What follows belongs to an exercise in optimizing a design on an open flow for small area and a short achievable clock period; a production flow would make more cautious choices.
Function was not checked in any run shown here: the RTL went through the layout flow alone.
Power is estimated from default activity; no workload was simulated.

`flow/config.mk`:
```
export PLATFORM = sky130hd
export DESIGN_NAME = ring_rx_check
export DESIGN_NICKNAME = ring_rx_check
export VERILOG_FILES = /design/flow/design.v
export SDC_FILE = /design/flow/constraint.sdc
export NUM_CORES = 4
export LEC_CHECK = 0
export CAP_MARGIN = 20
export CORE_MARGIN = 2
export CORE_UTILIZATION = 40
export SLEW_MARGIN = 20
export SYNTH_MEMORY_MAX_BITS = 16384
```
`flow/constraint.sdc`:
```
create_clock -name core_clock -period 11.0 [get_ports {clk}]
set_input_delay 2.2000 -clock core_clock [delete_from_list [all_inputs] [get_ports {clk}]]
set_output_delay 2.2000 -clock core_clock [all_outputs]
set_load 0.01 [all_outputs]
```
`flow/design.v`:
```
module dec8b10b (
    input  wire [9:0] code,
    input  wire       rd_in,      
    output wire [7:0] data,
    output wire       k,
    output wire       cv,         
    output wire       rd_out
);
    wire [5:0] six  = code[5:0];
    wire [3:0] four = code[9:6];
    reg  [4:0] x;         
    reg        v6m, v6p;  
    reg        flip;      
    reg        k28;       
    reg        xa7m;      
    reg        xa7p;      
    reg        xk7;       
    reg        s6p, s6n;  
    localparam [64*14-1:0] TAB6 = {
        14'b11111001000010,
        14'b11110001000010,
        14'b11101001000010,
        14'b11100101100010,
        14'b11011001000010,
        14'b01111101000010,
        14'b00000101000010,
        14'b00111010000010,
        14'b10111001000010,
        14'b10000101000010,
        14'b11111101000010,
        14'b10100110010000,
        14'b11000101000010,
        14'b10010110010000,
        14'b10001110010000,
        14'b10000001000001,
        14'b01111001000010,
        14'b00001101000010,
        14'b00010101000010,
        14'b01100110000000,
        14'b00100101000010,
        14'b01010110000000,
        14'b01001110000000,
        14'b10111011000101,
        14'b01000101000010,
        14'b00110110000000,
        14'b00101110000000,
        14'b11011011000101,
        14'b00011110000000,
        14'b11101011000101,
        14'b11110011000101,
        14'b00000001000001,
        14'b11111001000010,
        14'b11110101000110,
        14'b11101101000110,
        14'b11100110000000,
        14'b11011101000110,
        14'b11010110000000,
        14'b11001110000000,
        14'b01000011000001,
        14'b10111101000110,
        14'b10110110000000,
        14'b10101110000000,
        14'b00100011000001,
        14'b10011110000000,
        14'b00010011000001,
        14'b00001011000001,
        14'b10000001000001,
        14'b01111001000010,
        14'b01110110001000,
        14'b01101110001000,
        14'b11000011000001,
        14'b01011110001000,
        14'b11111011000001,
        14'b10000011000001,
        14'b01000001000001,
        14'b00111100000001,
        14'b00000011000001,
        14'b01111011000001,
        14'b00100001000001,
        14'b11100011100001,
        14'b00010001000001,
        14'b00001001000001,
        14'b00000001000001
    };
    always @* {x, v6m, v6p, flip, k28, xa7m, xa7p, xk7, s6p, s6n} = TAB6[14*six +: 14];
    wire [3:0] fd = (six == 6'b000011) ? ~four : four;
    reg  [2:0] y;         
    reg        dm, dp;    
    reg        f4p, f4n;  
    localparam [16*3-1:0] TABY = {3'd0, 3'd7, 3'd0, 3'd3, 3'd4, 3'd2, 3'd1, 3'd7, 3'd7, 3'd6, 3'd5, 3'd4, 3'd3, 3'd0, 3'd7, 3'd0};
    localparam [16*4-1:0] TAB4 = {4'b0010, 4'b0010, 4'b1010, 4'b0110, 4'b1010, 4'b1100, 4'b1100, 4'b0001, 4'b0010, 4'b1100, 4'b1100, 4'b0101, 4'b1001, 4'b0101, 4'b0001, 4'b0001};
    always @* begin
        y = TABY[3*fd +: 3];
        {dm, dp, f4p, f4n} = TAB4[4*four +: 4];
    end
    wire p7m = four == 4'b0111, a7m = four == 4'b1110;    
    wire p7p = four == 4'b1000, a7p = four == 4'b0001;    
    wire ok4m = dm | (k28 ? a7m : ((p7m & !xa7m) | (a7m & (xa7m | xk7))));
    wire ok4p = dp | (k28 ? a7p : ((p7p & !xa7p) | (a7p & (xa7p | xk7))));
    wire ok_m = v6m & (flip ? ok4p : ok4m);
    wire ok_p = v6p & (flip ? ok4m : ok4p);
    assign cv   = rd_in ? !ok_p : !ok_m;
    assign k    = k28 | (xk7 & (a7m | a7p));
    assign data = {y, x};
    wire   rd6  = s6p | (rd_in & !s6n);
    assign rd_out = f4p | (rd6 & !f4n);
endmodule
module ring_rx_check (
    input  wire        clk,
    input  wire        rst,           
    input  wire        col_valid,     
    input  wire [39:0] col_code,      
    input  wire        los,           
    output reg         v_valid,       
    output reg  [3:0]  v_reason,      
    output reg  [9:0]  v_len,         
    output wire [95:0] v_hdr,         
    output reg  [15:0] cnt_good,
    output reg  [15:0] cnt_hcrc,
    output reg  [15:0] cnt_bad,
    output wire [63:0] cnt_cv         
);
    localparam [3:0] R_GOOD      = 4'd0;
    localparam [3:0] R_HCRC      = 4'd1;
    localparam [3:0] R_LL_BAD    = 4'd2;
    localparam [3:0] R_SHORT     = 4'd3;
    localparam [3:0] R_LONG      = 4'd4;
    localparam [3:0] R_UNALIGNED = 4'd5;
    localparam [3:0] R_TRAILER   = 4'd6;
    localparam [3:0] R_ENDBAD    = 4'd7;
    localparam [3:0] R_CONTROL   = 4'd8;
    localparam [3:0] R_LANEFAULT = 4'd9;
    localparam [7:0] K27_7 = 8'hFB;
    localparam [7:0] K29_7 = 8'hFD;
    localparam [7:0] K30_7 = 8'hFE;
    localparam [31:0] CRC32_RESIDUE = 32'hDEBB20E3;
    integer i, b;
    reg  [39:0] c1;
    reg         v1, f1, r1;
    always @(posedge clk) begin
        c1 <= col_code;
        v1 <= col_valid && !rst;
        f1 <= los && !rst;
        r1 <= rst;
    end
    reg  [3:0]  rd;
    wire [31:0] dec_data;
    wire [3:0]  dec_k, dec_cv, rd_next;
    genvar g;
    generate
        for (g = 0; g < 4; g = g + 1) begin : lane
            dec8b10b u_dec (
                .code   (c1[10*g +: 10]),
                .rd_in  (rd[g]),
                .data   (dec_data[8*g +: 8]),
                .k      (dec_k[g]),
                .cv     (dec_cv[g]),
                .rd_out (rd_next[g])
            );
        end
    endgenerate
    always @(posedge clk) begin
        if (r1)
            rd <= 4'b0000;
        else if (v1)
            rd <= rd_next;
    end
    reg  [31:0] d2;
    reg  [3:0]  k2, cv2;
    reg         v2, f2;
    always @(posedge clk) begin
        d2  <= dec_data;
        k2  <= dec_k;
        cv2 <= dec_cv;
        v2  <= v1 && !rst;
        f2  <= f1 && !rst;
    end
    reg [15:0] cv_cnt [0:3];
    always @(posedge clk) begin
        for (i = 0; i < 4; i = i + 1)
            if (rst)
                cv_cnt[i] <= 16'd0;
            else if (v2 && cv2[i] && cv_cnt[i] != 16'hFFFF)
                cv_cnt[i] <= cv_cnt[i] + 16'd1;
    end
    assign cnt_cv = {cv_cnt[3], cv_cnt[2], cv_cnt[1], cv_cnt[0]};
    reg [4:0] col_no;
    reg [4:0] ts1 [0:3];
    reg [4:0] ts2 [0:3];
    reg [4:0] ts3 [0:3];
    reg [1:0] live [0:3];
    reg [3:0] lane_fault;
    reg [1:0] live_now [0:3];     
    always @* begin
        for (i = 0; i < 4; i = i + 1) begin
            live_now[i] = live[i];
            if ((live[i] == 2'd1 && ts1[i] == col_no) ||
                (live[i] == 2'd2 && ts2[i] == col_no) ||
                (live[i] == 2'd3 && ts3[i] == col_no))
                live_now[i] = live[i] - 2'd1;
            lane_fault[i] = cv2[i] && live[i] == 2'd3 && ts3[i] != col_no;
        end
    end
    always @(posedge clk) begin
        if (r1) begin
            col_no <= 5'd0;
            for (i = 0; i < 4; i = i + 1)
                live[i] <= 2'd0;
        end else if (v2) begin
            col_no <= col_no + 5'd1;
            for (i = 0; i < 4; i = i + 1)
                if (lane_fault[i])
                    live[i] <= 2'd0;
                else if (cv2[i])
                    live[i] <= live_now[i] + 2'd1;
                else
                    live[i] <= live_now[i];
        end
        for (i = 0; i < 4; i = i + 1)
            if (v2 && cv2[i]) begin
                ts1[i] <= col_no;
                ts2[i] <= ts1[i];
                ts3[i] <= ts2[i];
            end
    end
    wire fault2 = f2 || (v2 && lane_fault != 4'b0000);
    reg [3:0] is_end, is_ctl, is_e30;
    reg       start2, end_seen, any_nd, first_ctl, first_e30;
    reg [1:0] first;
    always @* begin
        for (i = 0; i < 4; i = i + 1) begin
            is_end[i] = k2[i] && !cv2[i] &&
                        (d2[8*i +: 8] == K29_7 || d2[8*i +: 8] == K30_7);
            is_e30[i] = k2[i] && !cv2[i] && d2[8*i +: 8] == K30_7;
            is_ctl[i] = cv2[i] || (k2[i] && !is_end[i]);
        end
        start2   = k2 == 4'b1111 && cv2 == 4'b0000 &&
                   d2 == {K27_7, K27_7, K27_7, K27_7};
        end_seen = is_end != 4'b0000;
        any_nd   = (k2 | cv2) != 4'b0000;
        first     = 2'd0;
        first_ctl = is_ctl[0];
        first_e30 = is_e30[0];
        for (i = 3; i >= 0; i = i - 1)
            if (k2[i] || cv2[i]) begin
                first     = i;
                first_ctl = is_ctl[i];
                first_e30 = is_e30[i];
            end
    end
    reg [1:0]  hpos;
    reg [31:0] crc32;
    reg [15:0] crc16;    
    reg [79:0] hdr;      
    function [31:0] crc32_m;
        input [31:0] t;
        begin
            crc32_m[0] = ^(t & 32'h04D101DF);
            crc32_m[1] = ^(t & 32'h09A203BE);
            crc32_m[2] = ^(t & 32'h1344077D);
            crc32_m[3] = ^(t & 32'h26880EFA);
            crc32_m[4] = ^(t & 32'h4D101DF4);
            crc32_m[5] = ^(t & 32'h9A203BE9);
            crc32_m[6] = ^(t & 32'h3091760D);
            crc32_m[7] = ^(t & 32'h6122EC1A);
            crc32_m[8] = ^(t & 32'hC245D835);
            crc32_m[9] = ^(t & 32'h805AB1B5);
            crc32_m[10] = ^(t & 32'h046462B5);
            crc32_m[11] = ^(t & 32'h08C8C56A);
            crc32_m[12] = ^(t & 32'h11918AD4);
            crc32_m[13] = ^(t & 32'h232315A9);
            crc32_m[14] = ^(t & 32'h46462B53);
            crc32_m[15] = ^(t & 32'h8C8C56A6);
            crc32_m[16] = ^(t & 32'h1DC9AC92);
            crc32_m[17] = ^(t & 32'h3B935924);
            crc32_m[18] = ^(t & 32'h7726B249);
            crc32_m[19] = ^(t & 32'hEE4D6493);
            crc32_m[20] = ^(t & 32'hD84BC8F9);
            crc32_m[21] = ^(t & 32'hB446902D);
            crc32_m[22] = ^(t & 32'h6C5C2184);
            crc32_m[23] = ^(t & 32'hD8B84309);
            crc32_m[24] = ^(t & 32'hB5A187CC);
            crc32_m[25] = ^(t & 32'h6F920E46);
            crc32_m[26] = ^(t & 32'hDF241C8C);
            crc32_m[27] = ^(t & 32'hBA9938C7);
            crc32_m[28] = ^(t & 32'h71E37051);
            crc32_m[29] = ^(t & 32'hE3C6E0A3);
            crc32_m[30] = ^(t & 32'hC35CC098);
            crc32_m[31] = ^(t & 32'h826880EF);
        end
    endfunction
    function [15:0] crc16_col_f;
        input [47:0] v;
        begin
            crc16_col_f[0] = ^(v & 48'h1119581C1C58);
            crc16_col_f[1] = ^(v & 48'h2232B03838B0);
            crc16_col_f[2] = ^(v & 48'h446460717160);
            crc16_col_f[3] = ^(v & 48'h88C8C0E2E2C0);
            crc16_col_f[4] = ^(v & 48'h109181C5C581);
            crc16_col_f[5] = ^(v & 48'h313B5B97975B);
            crc16_col_f[6] = ^(v & 48'h6276B62E2EB6);
            crc16_col_f[7] = ^(v & 48'hC4EC6C5D5D6C);
            crc16_col_f[8] = ^(v & 48'h88D9D9BABAD9);
            crc16_col_f[9] = ^(v & 48'h10B3B37575B3);
            crc16_col_f[10] = ^(v & 48'h206667EBEB67);
            crc16_col_f[11] = ^(v & 48'h40CCCED6D6CE);
            crc16_col_f[12] = ^(v & 48'h9181C5B1B1C5);
            crc16_col_f[13] = ^(v & 48'h22038B63638B);
            crc16_col_f[14] = ^(v & 48'h440616C7C716);
            crc16_col_f[15] = ^(v & 48'h880C2C8E8E2C);
        end
    endfunction
    function [15:0] crc16_half_f;
        input [31:0] v;
        begin
            crc16_half_f[0] = ^(v & 32'h11191911);
            crc16_half_f[1] = ^(v & 32'h22323222);
            crc16_half_f[2] = ^(v & 32'h44646444);
            crc16_half_f[3] = ^(v & 32'h88C8C888);
            crc16_half_f[4] = ^(v & 32'h10919110);
            crc16_half_f[5] = ^(v & 32'h313B3B31);
            crc16_half_f[6] = ^(v & 32'h62767662);
            crc16_half_f[7] = ^(v & 32'hC4ECECC4);
            crc16_half_f[8] = ^(v & 32'h88D9D988);
            crc16_half_f[9] = ^(v & 32'h10B3B310);
            crc16_half_f[10] = ^(v & 32'h20666620);
            crc16_half_f[11] = ^(v & 32'h40CCCC40);
            crc16_half_f[12] = ^(v & 32'h91818191);
            crc16_half_f[13] = ^(v & 32'h22030322);
            crc16_half_f[14] = ^(v & 32'h44060644);
            crc16_half_f[15] = ^(v & 32'h880C0C88);
        end
    endfunction
    wire [31:0] crc32_next = crc32_m(crc32 ^ d2);
    wire [15:0] crc16_base = hpos == 2'd0 ? 16'hFFFF : crc16;
    wire [15:0] crc16_col  = crc16_col_f({d2, crc16_base});
    wire [15:0] crc16_half = crc16_half_f({d2[15:0], crc16});
    always @(posedge clk) begin
        if (r1)
            hpos <= 2'd3;
        else if (v2) begin
            if (start2)
                hpos <= 2'd0;
            else if (hpos != 2'd3)
                hpos <= hpos + 2'd1;
        end
        if (v2) begin
            if (start2)
                crc32 <= 32'hFFFFFFFF;
            else
                crc32 <= crc32_next;
        end
        if (v2 && !start2) begin
            if (hpos == 2'd0) begin
                hdr[31:0] <= d2;
                crc16     <= crc16_col;
            end
            if (hpos == 2'd1) begin
                hdr[63:32] <= d2;
                crc16      <= crc16_col;
            end
            if (hpos == 2'd2) begin
                hdr[79:64] <= d2[15:0];
                crc16      <= crc16_half;
            end
        end
    end
    assign v_hdr = {crc16, hdr};
    reg       v3, f3, start3, end3, nd3, ctl3, e30_3, crc_ok3, hcrc_ok3;
    reg [1:0] first3;
    always @(posedge clk) begin
        v3       <= v2 && !rst;
        f3       <= fault2 && !rst;
        start3   <= start2;
        end3     <= end_seen;
        nd3      <= any_nd;
        first3   <= first;
        ctl3     <= first_ctl;
        e30_3    <= first_e30;
        crc_ok3  <= crc32 == CRC32_RESIDUE;
        hcrc_ok3 <= crc16_half == d2[31:16];
    end
    reg        in_frame;
    reg        skip;         
    reg [7:0]  ncol;         
    wire [7:0] lmax_col = hdr[7] ^ hdr[6] ? 8'd132 : 8'd20;
    wire       ll_bad   = hdr[23] && (hdr[7:6] != 2'b11 || hdr[14:8] != 7'h7F);
    wire       too_long = ncol == lmax_col && !(nd3 && first3 == 2'd0);
    always @(posedge clk) begin
        if (r1) begin
            in_frame <= 1'b0;
            skip     <= 1'b0;
        end
        if (rst)
            v_valid <= 1'b0;
        else begin
            v_valid <= 1'b0;
            if (f3) begin
                if (in_frame) begin
                    v_valid  <= 1'b1;
                    v_reason <= R_LANEFAULT;
                    v_len    <= {ncol, 2'b00};
                    in_frame <= 1'b0;
                end
                skip <= 1'b0;
            end else if (v3 && skip) begin
                if (end3)
                    skip <= 1'b0;
            end else if (v3) begin
                if (in_frame) begin
                    if (too_long) begin
                        v_valid  <= 1'b1;
                        v_reason <= R_LONG;
                        v_len    <= {ncol, 2'b00};
                        in_frame <= 1'b0;
                        skip     <= !end3;
                    end else if (nd3) begin
                        v_valid  <= 1'b1;
                        v_len    <= {ncol, first3};
                        in_frame <= 1'b0;
                        if (ctl3)
                            v_reason <= R_CONTROL;
                        else if (ncol[7:2] == 6'd0)
                            v_reason <= R_SHORT;
                        else if (first3 != 2'd0)
                            v_reason <= R_UNALIGNED;
                        else if (e30_3)
                            v_reason <= R_ENDBAD;
                        else if (!crc_ok3)
                            v_reason <= R_TRAILER;
                        else
                            v_reason <= R_GOOD;
                    end else if (ncol == 8'd2 && (!hcrc_ok3 || ll_bad)) begin
                        v_valid  <= 1'b1;
                        v_reason <= hcrc_ok3 ? R_LL_BAD : R_HCRC;
                        v_len    <= 10'd12;
                        in_frame <= 1'b0;
                        skip     <= !hcrc_ok3;
                    end else begin
                        ncol <= ncol + 8'd1;
                    end
                end
                if (start3) begin
                    in_frame <= 1'b1;
                    ncol     <= 8'd0;
                end
            end
        end
    end
    always @(posedge clk) begin
        if (rst) begin
            cnt_good <= 16'd0;
            cnt_hcrc <= 16'd0;
            cnt_bad  <= 16'd0;
        end else if (v_valid) begin
            if (v_reason == R_GOOD) begin
                if (cnt_good != 16'hFFFF) cnt_good <= cnt_good + 16'd1;
            end else if (v_reason == R_HCRC) begin
                if (cnt_hcrc != 16'hFFFF) cnt_hcrc <= cnt_hcrc + 16'd1;
            end else begin
                if (cnt_bad != 16'hFFFF) cnt_bad <= cnt_bad + 16'd1;
            end
        end
    end
endmodule
```
`flow/run.sh`:
```
#!/bin/bash
# synth_recipe.tcl (not shown) runs the flow's synth.tcl, then flattens the netlist and writes it again
# the make line also repeats each setting of config.mk as NAME=value (left out here)
make -C /OpenROAD-flow-scripts/flow DESIGN_CONFIG=/design/flow/config.mk WORK_HOME=/design/flow/orfs CLKGATE_MAP_FILE= SYNTH_SCRIPT=/design/flow/synth_recipe.tcl finish
```
==> out/qor.yml, run 1 <==
clkPwrFrac: 0.172
finalPower_mw: 9.45
power.switching_mw: 3.73
synth-simple-area-share: 0.147
grt_util_met3: 0.0337
grt_max_degree: 63
synth_nets: 2950
cts_buffers: 49
syn-mean-instance-area_um2: 9.70
synthCells: 2805
grtUsageMet1: 0.281
muxShareOfSynthArea: 0.0185
fillers: 6182
grt_pass1_wl_mm: 119
pwr-share-comb: 0.576
cp.buffers_inverters: 1
ff_latch_area_um2: 10900
core_area_um2: 67300
drtPass1Iterations: 5
seq_power_share: 0.251
synth_top_area_share: 0.232
holdCritStartpoint: "ts2[0][3]"
synth_warnings: 8
antenna_found_initial: 2
arrival_ns: 2.03
overflow: 0
rsz0062_at_grt: "no"
hold_viol: 0
critPathSlowestCell: "clkdlybuf4s50_1"
setup_slack_ns: 6.77
hold_path_end: "ts3[0][3]"
clockBufferDepth: 3
dpl.hpwl_mm: 56.7
fin_crit_sh: 0.385
synth_edf_count: 210
fmaxAchievable_ghz: 0.236
diodes: 0
required_ns: 8.80
grt-busiest-layer: "met2"
fin_nets: 3145
drtIter0Drc: 1891
preCtsSetupSlack_ns: 6.60
crit_family: "buffers and inverters"
die_height_um: 265
clk_latency_ns: 0.62
drive_above_1_share: 0.0628
ys_seq_area_frac: 0.401
start_util: 0.405
gp_congestion: 0.923
cts_setup_buffers: 0
tightest_slew_ns: 1.08
path_clk_slew_ns: 0.06
status: "finished clean"
switching_share: 0.394
ys_async_sr_fraction: 0
max_cap_viol_count: 0
critPathCaptureType: "output port"
final.setup_skew_ns: 0.0499
grt_pass1_vias: 20500
r2r-start: "d2[18]"
powerDensity_nw_per_um2: 294
cpPeakStageDelay_ns: 0.73
io_buffers: 266
routed_wirelength_mm: 76.2
use_met2: 0.356
drc: 0
critPathLaunchType: "flop"
ys_top_cells_by_count: "xnor2_1, nor2_1, dfxtp_1"
synth-xor-area-share: 0.250
synth_top_family_by_area: "XOR/XNOR gates"
p_int_mw: 5.73
synth_most_common_cell: "xnor2_1"
antenna_left: 0
maxSlewViolCount: 0
htreeDepth: 2
io_pins: 267
fp.dieW_um: 265
multi_input_area_um2: 15400
synth-compound-area-share: 0.104
grtUsageTotal: 0.213
die-area_um2: 70100
ys_ff_latch: 440
cts_hold_buf: 0
setup_tns_ns: 0
r2r-end: "hdr[26]"
rr_worst_depth: 7
hold_class: "flop to flop"
synthAdderAreaFrac: 0.0468
routedWlPerCell_um: 19.5
ir_drop_v: 0.000290
power_leakage_nw: 11.4
synth_area_leaders: "edfxtp_1, dfxtp_1, xnor2_1, xor2_1, ha_1"
area_delta_synth_final_pct: 18.1
cts_resized: 0
crit_chain: "clkdlybuf4s50_1"
cts_tree: "yes"
rows: 95
cts.sinks: 440
period_needed_ns: 4.23
synth_area_um2: 27200
reg2reg_slack_ns: 7.67
ys.flop_type: "dfxtp_1"
crit_type: "flop to output port"
via_per_inst: 5.37
setup_viol: 0
synth.largest_area_cell: "edfxtp_1"
holdPathStages: 0
ys_types: 88
via_count: 21000
slew_headroom: 0.281
root_buffer: "clkbuf_16"
path_max_fanout: 8
[through the flow]
step                      instances  hold slack (ns)  cell area (um2)   util
after detailed placement       3822            0.433            30500  0.454
after CTS                      3914            0.450            32100  0.478
after global routing           3914            0.467            32200  0.478
after floorplan                2805            0.413            27200      -
final                          3914            0.446            32200  0.478
after global placement         3822            0.434            30500  0.454
[flip-flops by register name (all words and copies together) (netlist names), 10 cells and up]
name,flops
hdr,80
cv_cnt,64
c1,40
crc32,32
d2,32
ts1,20
ts2,20
ts3,20
cnt_bad,16
cnt_good,16
cnt_hcrc,16
crc16,16
v_len,10
[power by group through the flow]
stage	combinational, mW	sequential [mW]	clock [mW]
final	5.45	2.38	1.63
after global routing	5.97	2.39	1.74
after CTS	5.45	2.38	1.67
after detailed placement	5.42	2.41	0
after global placement	5.38	2.40	0
after floorplan	4.44	2.33	0
[area by class of cell]
cell class	count	area share
clock buffer	63	0.0413
clock inverter	29	0.00852
inverter	73	0.00852
multi-input combinational	2145	0.480
sequential	440	0.339
tap	873	0.0340
timing repair buffer	291	0.0886
[per-layer routing]
| metal | part of all wire | routed length (um) |
|---|---|---|
| met4 | 0.031 | 2390 |
| met3 | 0.055 | 4210 |
| met1 | 0.44 | 33800 |
| met5 | 0.00017 | 13 |
| met2 | 0.47 | 35800 |
[placed cells by master (no fill, tap or decap), types with 43 or more instances in the layout]
cell / Yosys / routed
inv_1: 72 / 72
nor2b_1: 43 / 43
clkbuf_16: 0 / 49
a21oi_1: 127 / 127
nand3_1: 71 / 71
ha_1: 101 / 101
nor2_1: 272 / 272
xor2_1: 184 / 184
clkdlybuf4s50_1: 0 / 265
o21ai_0: 118 / 118
edfxtp_1: 210 / 210
dfxtp_1: 230 / 229
nand2_1: 214 / 214
xnor2_1: 463 / 463
[how the worst max path moves through the flow]
stage	from	end	slack, ns	cells past startpoint
after floorplan	rst	ncol[0]	7.31	2
after global placement	rst	ncol[5]	6.73	3
after detailed placement	rst	ncol[5]	6.60	3
after CTS	crc16[11]	v_hdr[91]	6.76	1
after global routing	crc16[11]	v_hdr[91]	6.74	1
final	crc16[11]	v_hdr[91]	6.77	1
[worst reg2reg max path, delay by kind of cell (launching register included)]
family | cells | cell delay (ns)
adders and majority gates | 1 | 0.24
buffers and inverters | 2 | 0.55
and+or+nand+nor | 4 | 1.43
DFF | 1 | 0.70
[logic make-up (layout without fill, tap and decap cells)]
| family | Yosys count | after routing |
|---|---|---|
| fa+ha+maj | 102 | 102 |
| flops | 440 | 440 |
| buf+inv | 220 | 456 |
| simple gates | 835 | 835 |
| compound gates | 452 | 452 |
| mux | 48 | 48 |
| xor+xnor | 708 | 708 |
==> inputs of run 2 (changes only) <==
--- a/flow/design.v
+++ b/flow/design.v
@@ -135,14 +135,6 @@
     localparam [7:0] K30_7 = 8'hFE;
     localparam [31:0] CRC32_RESIDUE = 32'hDEBB20E3;
     integer i, b;
-    reg  [39:0] c1;
-    reg         v1, f1, r1;
-    always @(posedge clk) begin
-        c1 <= col_code;
-        v1 <= col_valid && !rst;
-        f1 <= los && !rst;
-        r1 <= rst;
-    end
     reg  [3:0]  rd;
     wire [31:0] dec_data;
     wire [3:0]  dec_k, dec_cv, rd_next;
@@ -150,7 +142,7 @@
     generate
         for (g = 0; g < 4; g = g + 1) begin : lane
             dec8b10b u_dec (
-                .code   (c1[10*g +: 10]),
+                .code   (col_code[10*g +: 10]),
                 .rd_in  (rd[g]),
                 .data   (dec_data[8*g +: 8]),
                 .k      (dec_k[g]),
@@ -160,20 +152,21 @@
         end
     endgenerate
     always @(posedge clk) begin
-        if (r1)
+        if (rst)
             rd <= 4'b0000;
-        else if (v1)
+        else if (col_valid)
             rd <= rd_next;
     end
     reg  [31:0] d2;
     reg  [3:0]  k2, cv2;
-    reg         v2, f2;
+    reg         v2, f2, r2;
     always @(posedge clk) begin
         d2  <= dec_data;
         k2  <= dec_k;
         cv2 <= dec_cv;
-        v2  <= v1 && !rst;
-        f2  <= f1 && !rst;
+        v2  <= col_valid && !rst;
+        f2  <= los && !rst;
+        r2  <= rst;
     end
     reg [15:0] cv_cnt [0:3];
     always @(posedge clk) begin
@@ -202,7 +195,7 @@
         end
     end
     always @(posedge clk) begin
-        if (r1) begin
+        if (r2) begin
             col_no <= 5'd0;
             for (i = 0; i < 4; i = i + 1)
                 live[i] <= 2'd0;
@@ -289,54 +282,33 @@
             crc32_m[31] = ^(t & 32'h826880EF);
         end
     endfunction
-    function [15:0] crc16_col_f;
-        input [47:0] v;
+    function [15:0] crc16_x16;
+        input [15:0] t;
         begin
-            crc16_col_f[0] = ^(v & 48'h1119581C1C58);
-            crc16_col_f[1] = ^(v & 48'h2232B03838B0);
-            crc16_col_f[2] = ^(v & 48'h446460717160);
-            crc16_col_f[3] = ^(v & 48'h88C8C0E2E2C0);
-            crc16_col_f[4] = ^(v & 48'h109181C5C581);
-            crc16_col_f[5] = ^(v & 48'h313B5B97975B);
-            crc16_col_f[6] = ^(v & 48'h6276B62E2EB6);
-            crc16_col_f[7] = ^(v & 48'hC4EC6C5D5D6C);
-            crc16_col_f[8] = ^(v & 48'h88D9D9BABAD9);
-            crc16_col_f[9] = ^(v & 48'h10B3B37575B3);
-            crc16_col_f[10] = ^(v & 48'h206667EBEB67);
-            crc16_col_f[11] = ^(v & 48'h40CCCED6D6CE);
-            crc16_col_f[12] = ^(v & 48'h9181C5B1B1C5);
-            crc16_col_f[13] = ^(v & 48'h22038B63638B);
-            crc16_col_f[14] = ^(v & 48'h440616C7C716);
-            crc16_col_f[15] = ^(v & 48'h880C2C8E8E2C);
-        end
-    endfunction
-    function [15:0] crc16_half_f;
-        input [31:0] v;
-        begin
-            crc16_half_f[0] = ^(v & 32'h11191911);
-            crc16_half_f[1] = ^(v & 32'h22323222);
-            crc16_half_f[2] = ^(v & 32'h44646444);
-            crc16_half_f[3] = ^(v & 32'h88C8C888);
-            crc16_half_f[4] = ^(v & 32'h10919110);
-            crc16_half_f[5] = ^(v & 32'h313B3B31);
-            crc16_half_f[6] = ^(v & 32'h62767662);
-            crc16_half_f[7] = ^(v & 32'hC4ECECC4);
-            crc16_half_f[8] = ^(v & 32'h88D9D988);
-            crc16_half_f[9] = ^(v & 32'h10B3B310);
-            crc16_half_f[10] = ^(v & 32'h20666620);
-            crc16_half_f[11] = ^(v & 32'h40CCCC40);
-            crc16_half_f[12] = ^(v & 32'h91818191);
-            crc16_half_f[13] = ^(v & 32'h22030322);
-            crc16_half_f[14] = ^(v & 32'h44060644);
-            crc16_half_f[15] = ^(v & 32'h880C0C88);
+            crc16_x16[0] = ^(t & 16'h1911);
+            crc16_x16[1] = ^(t & 16'h3222);
+            crc16_x16[2] = ^(t & 16'h6444);
+            crc16_x16[3] = ^(t & 16'hC888);
+            crc16_x16[4] = ^(t & 16'h9110);
+            crc16_x16[5] = ^(t & 16'h3B31);
+            crc16_x16[6] = ^(t & 16'h7662);
+            crc16_x16[7] = ^(t & 16'hECC4);
+            crc16_x16[8] = ^(t & 16'hD988);
+            crc16_x16[9] = ^(t & 16'hB310);
+            crc16_x16[10] = ^(t & 16'h6620);
+            crc16_x16[11] = ^(t & 16'hCC40);
+            crc16_x16[12] = ^(t & 16'h8191);
+            crc16_x16[13] = ^(t & 16'h0322);
+            crc16_x16[14] = ^(t & 16'h0644);
+            crc16_x16[15] = ^(t & 16'h0C88);
         end
     endfunction
     wire [31:0] crc32_next = crc32_m(crc32 ^ d2);
     wire [15:0] crc16_base = hpos == 2'd0 ? 16'hFFFF : crc16;
-    wire [15:0] crc16_col  = crc16_col_f({d2, crc16_base});
-    wire [15:0] crc16_half = crc16_half_f({d2[15:0], crc16});
+    wire [15:0] crc16_half = crc16_x16(crc16_base ^ {d2[7:0], d2[15:8]});
+    wire [15:0] crc16_col  = crc16_x16(crc16_half ^ {d2[23:16], d2[31:24]});
     always @(posedge clk) begin
-        if (r1)
+        if (r2)
             hpos <= 2'd3;
         else if (v2) begin
             if (start2)
@@ -366,20 +338,16 @@
         end
     end
     assign v_hdr = {crc16, hdr};
-    reg       v3, f3, start3, end3, nd3, ctl3, e30_3, crc_ok3, hcrc_ok3;
-    reg [1:0] first3;
-    always @(posedge clk) begin
-        v3       <= v2 && !rst;
-        f3       <= fault2 && !rst;
-        start3   <= start2;
-        end3     <= end_seen;
-        nd3      <= any_nd;
-        first3   <= first;
-        ctl3     <= first_ctl;
-        e30_3    <= first_e30;
-        crc_ok3  <= crc32 == CRC32_RESIDUE;
-        hcrc_ok3 <= crc16_half == d2[31:16];
-    end
+    wire       v3       = v2;
+    wire       f3       = fault2;
+    wire       start3   = start2;
+    wire       end3     = end_seen;
+    wire       nd3      = any_nd;
+    wire [1:0] first3   = first;
+    wire       ctl3     = first_ctl;
+    wire       e30_3    = first_e30;
+    wire       crc_ok3  = crc32 == CRC32_RESIDUE;
+    wire       hcrc_ok3 = crc16_half == d2[31:16];
     reg        in_frame;
     reg        skip;         
     reg [7:0]  ncol;         
@@ -387,7 +355,7 @@
     wire       ll_bad   = hdr[23] && (hdr[7:6] != 2'b11 || hdr[14:8] != 7'h7F);
     wire       too_long = ncol == lmax_col && !(nd3 && first3 == 2'd0);
     always @(posedge clk) begin
-        if (r1) begin
+        if (r2) begin
             in_frame <= 1'b0;
             skip     <= 1'b0;
         end
==> out/qor.yml, run 2 <==
synth_edf_count: 210
overflow: 0
synth_area_um2: 24600
crit_chain: "clkdlybuf4s50_1 -> ha_1 -> nor2b_1 -> and3_1 -> a31oi_1 -> o221a_2 -> nor2b_1 -> o221ai_1 -> mux2i_1 -> a2111oi_0 -> a31oi_1"
cts_tree: "yes"
diodes: 0
grt_pass1_vias: 18400
grt_pass1_wl_mm: 106
cts_setup_buffers: 0
synth_warnings: 8
synth_top_area_share: 0.256
ff_latch_area_um2: 9850
drc: 0
required_ns: 11.48
routedWlPerCell_um: 19.4
power_leakage_nw: 10.9
via_count: 19100
htreeDepth: 2
routed_wirelength_mm: 69.7
grtUsageTotal: 0.212
cts_resized: 0
start_util: 0.406
ys.flop_type: "edfxtp_1"
largest_reg_flops: 80
antenna_left: 0
period_needed_ns: 4.79
io_buffers: 266
cpPeakStageDelay_ns: 0.67
grt_max_degree: 64
p_int_mw: 5.77
fin_nets: 2881
multi_input_area_um2: 14000
layout_commonest_cell: "xnor2_1"
drive_above_1_share: 0.0585
final.setup_skew_ns: 0.0378
ys_seq_area_frac: 0.400
slew_headroom: 0.253
critPathLaunchType: "primary input"
maxSlewViolCount: 0
path_clk_slew_ns: 0.07
status: "finished clean"
synth.largest_area_cell: "edfxtp_1"
regMostFlops: "hdr"
crit_type: "primary input to flop"
rows: 90
fmaxAchievable_ghz: 0.209
clockBufferDepth: 3
tightest_slew_ns: 1.12
gp_congestion: 0.933
fp.dieW_um: 252
antenna_found_initial: 0
ys_types: 87
ir_drop_v: 0.000323
power.switching_mw: 3.68
die-area_um2: 63600
max_cap_viol_count: 0
syn-mean-instance-area_um2: 9.61
powerDensity_nw_per_um2: 320
synth_most_common_cell: "xnor2_1"
ys_top_cells_by_count: "xnor2_1, nor2_1, nand2_1"
place_inst: 3499
core_area_um2: 60600
ys_ff_latch: 387
post_layout_nonfiller_instances: 3586
arrival_ns: 5.27
critPathSlowestCell: "clkdlybuf4s50_1"
drtPass1Iterations: 5
setup_viol: 0
final_cell_mix: "xnor2_1, clkdlybuf4s50_1, nor2_1, nand2_1, xor2_1"
switching_share: 0.389
dpl.hpwl_mm: 51.4
fin_crit_sh: 0.435
path_max_fanout: 9
fin_util: 0.488
synth_nets: 2677
cts.sinks: 387
synthCells: 2562
cts_buffers: 46
hold_class: "flop to flop"
synth_area_leaders: "edfxtp_1, dfxtp_1, xnor2_1, xor2_1, nor2_1"
fillers: 5629
ys_async_sr_fraction: 0
largestRegisters: "hdr: 80 flops, cv_cnt: 64 flops"
pwr-share-comb: 0.598
hold_viol: 0
clkPwrFrac: 0.171
seq_power_share: 0.231
cts_hold_buf: 0
rsz0062_at_grt: "no"
area_delta_synth_final_pct: 20.1
root_buffer: "clkbuf_16"
drtIter0Drc: 1388
die_height_um: 252
clk_latency_ns: 0.61
via_per_inst: 5.33
critPathCaptureType: "flop"
io_pins: 267
setup_tns_ns: 0
run 2: cell types whose count changed in the layout (fill, tap and decap cells not counted), moves of 15 or more:
cell	change
a21oi_1	-15
dfxtp_1	-53
ha_1	-30
inv_1	-16
nand2_1	+25
nor2_1	-27
nor2b_1	-23
xnor2_1	-104
xnor2_2	-34
xnor3_1	+25
xor2_1	+29
run 2: through the flow:
| step | total power, mW | worst slack, ns | hold WS (ns) | area (um2) |
|---|---|---|---|---|
| 3_5_place_dp | 7.85 | 5.47 | 0.458 | 27900 |
| 4_1_cts | 9.51 | 6.07 | 0.431 | 29500 |
| 6_report | 9.46 | 6.21 | 0.446 | 29600 |
| 2_1_floorplan | 6.77 | 6.67 | 0.420 | 24600 |
| 5_1_grt | 10.1 | 5.95 | 0.439 | 29600 |
| 3_3_place_gp | 7.81 | 5.58 | 0.451 | 27900 |
run 2: layout make-up:
class	count	area share
Multi-Input combinational cell	1979	0.474
Sequential cell	387	0.333
Inverter	57	0.00724
Clock buffer	56	0.0423
Timing Repair Buffer	295	0.0974
Tap cell	782	0.0331
Clock inverter	30	0.0127
run 2: metal layers:
layer  global-route usage  routed length (um)  vias up
li1                     -                   -     9321
met1                0.273               29900     9119
met2                0.352               33000      538
met3               0.0421                4140      131
met4               0.0823                2680        0
met5                    0                   0        -
run 2: critical path: cells and delay by family:
family,cells,cell delay (ns)
buf+inv,1,0.67
fa+ha+maj,1,0.38
simple gates,3,0.93
compound gates,5,0.98
mux,1,0.11
run 2: path summary, 6_finish.rpt:
path | from | to | slack, ns | depth (start not counted)
setup / recovery | col_code[0] | cv2[0] | 6.21 | 11
hold / removal | ts2[1][3] | ts3[1][3] | 0.45 | 0
setup reg to reg | hpos[0] | v_len[0] | 7.04 | 12
hold reg to reg | ts2[1][3] | ts3[1][3] | 0.45 | 0
run 2: cell families (layout without fill, tap and decap cells):
family | count (synthesis) | count (layout) | share of synthesized area
AND/OR/NAND/NOR | 838 | 838 | 0.162
XOR/XNOR | 620 | 620 | 0.246
AO/OA/AOI/OAI | 399 | 399 | 0.102
flip-flops | 387 | 387 | 0.400
buffers and inverters | 196 | 438 | 0.0318
adder cells (fa/ha/maj) | 74 | 74 | 0.0373
multiplexers | 48 | 48 | 0.0210
run 2: power groups by stage:
| stage | Sequential, mW | Clock (mW) | Combinational, mW |
|---|---|---|---|
| 2_1_floorplan | 2.14 | 0 | 4.63 |
| 3_3_place_gp | 2.21 | 0 | 5.60 |
| 3_5_place_dp | 2.22 | 0 | 5.63 |
| 4_1_cts | 2.18 | 1.66 | 5.67 |
| 5_1_grt | 2.20 | 1.71 | 6.19 |
| 6_report | 2.18 | 1.62 | 5.66 |
==> inputs of run 3 (changes only) <==
==> flow/flow/run.sh (new file) <==
#!/bin/bash
# Standard layout (the standard.sh, unchanged synthesis and steps), with
# repair_timing asked for a larger setup margin so that the paths with slack
# to spare at the design's period are optimised too.  Every step's log is
# kept by ORFS under orfs/logs; make's own output goes to make.log.
set -euo pipefail
bash standard.sh SETUP_SLACK_MARGIN=7.7 finish > make.log 2>&1
==> flow/standard.sh (new file) <==
#!/bin/bash
# synth_recipe.tcl (not shown) runs the flow's synth.tcl, then flattens the netlist and writes it again
# the make line also repeats each setting of config.mk as NAME=value (left out here)
make -C /OpenROAD-flow-scripts/flow DESIGN_CONFIG=/design/flow/config.mk WORK_HOME=/design/flow/orfs CLKGATE_MAP_FILE= SYNTH_SCRIPT=/design/flow/synth_recipe.tcl "${@:-finish}"
removed: flow/run.sh
==> out/qor.yml, run 3 <==
ff_latch_area_um2: 10100
cp.buffers_inverters: 2
ys_ff_latch: 387
path_max_fanout: 5
fp.dieW_um: 252
rsz0062_at_grt: "yes"
syn-mean-instance-area_um2: 9.61
finalPower_mw: 9.76
crit_type: "primary input to flop"
drive_above_1_share: 0.303
die-area_um2: 63600
core_area_um2: 60600
critPathSlowestCell: "ha_4"
overflow: 0
start_util: 0.406
grt_pass1_vias: 20100
synth.largest_area_cell: "edfxtp_1"
synth_area_leaders: "edfxtp_1, dfxtp_1, xnor2_1, xor2_1, nor2_1"
crit_chain: "buf_12 -> clkinvlp_4 -> ha_4 -> nor2_4 -> nor2_4 -> o21ai_2 -> o221a_2 -> a21o_1 -> o211ai_1 -> mux2i_1 -> a2111oi_2 -> a31oi_1"
arrival_ns: 4.02
period_needed_ns: 3.56
largestRegisters: "hdr: 80 flops, cv_cnt: 64 flops"
synth_nets: 2677
fin_hold_ws_ns: 0.470
via_count: 20500
reg2reg_slack_ns: 7.68
max_cap_viol_count: 0
clockBufferDepth: 3
ys_types: 87
fin_nets: 3105
p_int_mw: 5.93
synth_area_um2: 24600
routedWlPerCell_um: 19.4
seq_power_share: 0.223
hold_viol: 0
final_cell_mix: "xnor2_1, buf_4, nor2_1, nand2_1, edfxtp_1"
path_depth: 12
grt_max_degree: 98
switching_share: 0.393
fillers: 5368
rr_worst_depth: 15
root_buffer: "clkbuf_16"
cpPeakStageDelay_ns: 0.31
powerDensity_nw_per_um2: 302
ir_drop_v: 0.000335
required_ns: 11.46
cts_buffers: 46
grt_pass1_wl_mm: 112
via_per_inst: 5.37
maxSlewViolCount: 0
gp_congestion: 0.921
rows: 90
die_height_um: 252
routed_wirelength_mm: 73.8
synth_most_common_cell: "xnor2_1"
synthCells: 2562
crit_family: "compound AO/OA/AOI/OAI gates"
area_delta_synth_final_pct: 31.0
setup_viol: 0
antenna_left: 0
status: "finished clean"
grtUsageTotal: 0.222
ys.flop_type: "edfxtp_1"
io_buffers: 266
drtPass1Iterations: 5
ys_async_sr_fraction: 0
multi_input_area_um2: 15000
drc: 0
power_leakage_nw: 12.9
drtIter0Drc: 1298
clkPwrFrac: 0.164
clk_latency_ns: 0.59
layout_commonest_cell: "xnor2_1"
critPathLaunchType: "primary input"
path_clk_slew_ns: 0.06
cpMostUsedCell: "nor2_4"
cts.sinks: 387
tightest_slew_ns: 1.12
final.setup_skew_ns: 0.0209
largest_reg_flops: 80
cts_tree: "yes"
hold_class: "flop to flop"
slew_headroom: 0.249
io_pins: 267
synth_top_area_share: 0.256
antenna_found_initial: 1
setup_tns_ns: 0
ys_top_cells_by_count: "xnor2_1, nor2_1, nand2_1"
dpl.hpwl_mm: 50.0
ys_seq_area_frac: 0.400
power.switching_mw: 3.83
htreeDepth: 2
pwr-share-comb: 0.613
regMostFlops: "hdr"
synth_warnings: 8
holdPathStages: 0
critPathCaptureType: "flop"
fin_crit_sh: 0.324
fmaxAchievable_ghz: 0.281
synth_edf_count: 210
[run 3: kinds of logic after synthesis]
kind of cell,share of synthesized area
flip-flops,0.400
buffers and inverters,0.0318
AND/OR/NAND/NOR,0.162
AO/OA/AOI/OAI,0.102
multiplexers,0.0210
adder cells (fa/ha/maj),0.0373
XOR/XNOR,0.246
[run 3: power by group through the flow]
| stage | registers, mW | logic, mW | clock network (mW) |
|---|---|---|---|
| finish | 2.18 | 5.98 | 1.60 |
| global route | 2.19 | 6.45 | 1.69 |
| CTS | 2.18 | 5.82 | 1.64 |
| detailed placement | 2.21 | 5.70 | 0 |
| global placement | 2.21 | 5.66 | 0 |
| floorplan | 2.14 | 4.66 | 0 |
[run 3: area by class of cell]
type,count,area share
multi-input combinational,1980,0.464
sequential,387,0.313
timing repair buffer,518,0.135
clock buffer,62,0.0404
tap,782,0.0303
clock inverter,24,0.00927
inverter,57,0.00830
antenna,1,0.0000776
[run 3: worst paths after layout]
check	startpoint	end
worst min-delay path	ts1[2][1]	ts2[2][1]
worst min register to register	ts1[2][1]	ts2[2][1]
worst max-delay path	col_code[1]	cv2[0]
worst max register to register	hpos[0]	ncol[6]
[run 3: what timing repair did]
| item | CTS | global route |
|---|---|---|
| gates cloned | 7 | 4 |
| endpoints found under the setup margin | 381 | 251 |
| hold buffers | 0 | 0 |
| buffers inserted | 166 | 50 |
| resized for setup | 1370 | 139 |
| pin swaps | 47 | 49 |
[run 3: metal layers]
metal	GRT usage	share of wire	up-vias
met5	0	0	-
met4	0.0737	0.038	0
met3	0.0353	0.050	148
met2	0.396	0.49	560
met1	0.273	0.42	9956
li1	-	-	9800
[run 3: metrics by stage]
stage / setup WS [ns] / std cells / utilization / instance area (um2)
after floorplan: 6.94 / 2562 / - / 25300
after global placement: 5.75 / 3497 / 0.467 / 28300
after detailed placement: 5.72 / 3497 / 0.467 / 28300
after CTS: 7.42 / 3756 / 0.515 / 31200
after global routing: 7.36 / 3811 / 0.533 / 32300
final: 7.44 / 3811 / 0.533 / 32300

==> what the ideal ports hide <==
Ports are ideal in the flow. The routed layouts listed here were re-timed in OpenROAD. Step 1 (the two cells are an assumption about what drives the block):
set clk [get_ports {clk}]
set_driving_cell -lib_cell sky130_fd_sc_hd__clkbuf_16 $clk
set_driving_cell -lib_cell sky130_fd_sc_hd__buf_2 [delete_from_list [all_inputs] $clk]
Step 2 adds t to the input delays and takes it off the output delays; t is the mean of the earliest and latest rising clock arrival at the registers after step 1. Input paths then give back, and output paths get back, about the clock's delay inside the block. Three values: ideal ports, drivers, drivers and shift; two values: the first two.
run | t (ns) | slack for setup (ns) | pins driven straight from the clock port
run 1 | 0.657 | 6.768 / 6.706 / 6.986 | 1
run 2 | 0.646 | 6.215 / 6.246 / 5.600 | 1
run 3 | 0.643 | 7.439 / 7.426 / 6.783 | 1
After both steps every run listed still meets setup and hold. The setup slack of run 3, which loses most, moves by -0.013 ns with the drivers and by -0.656 ns with both steps.
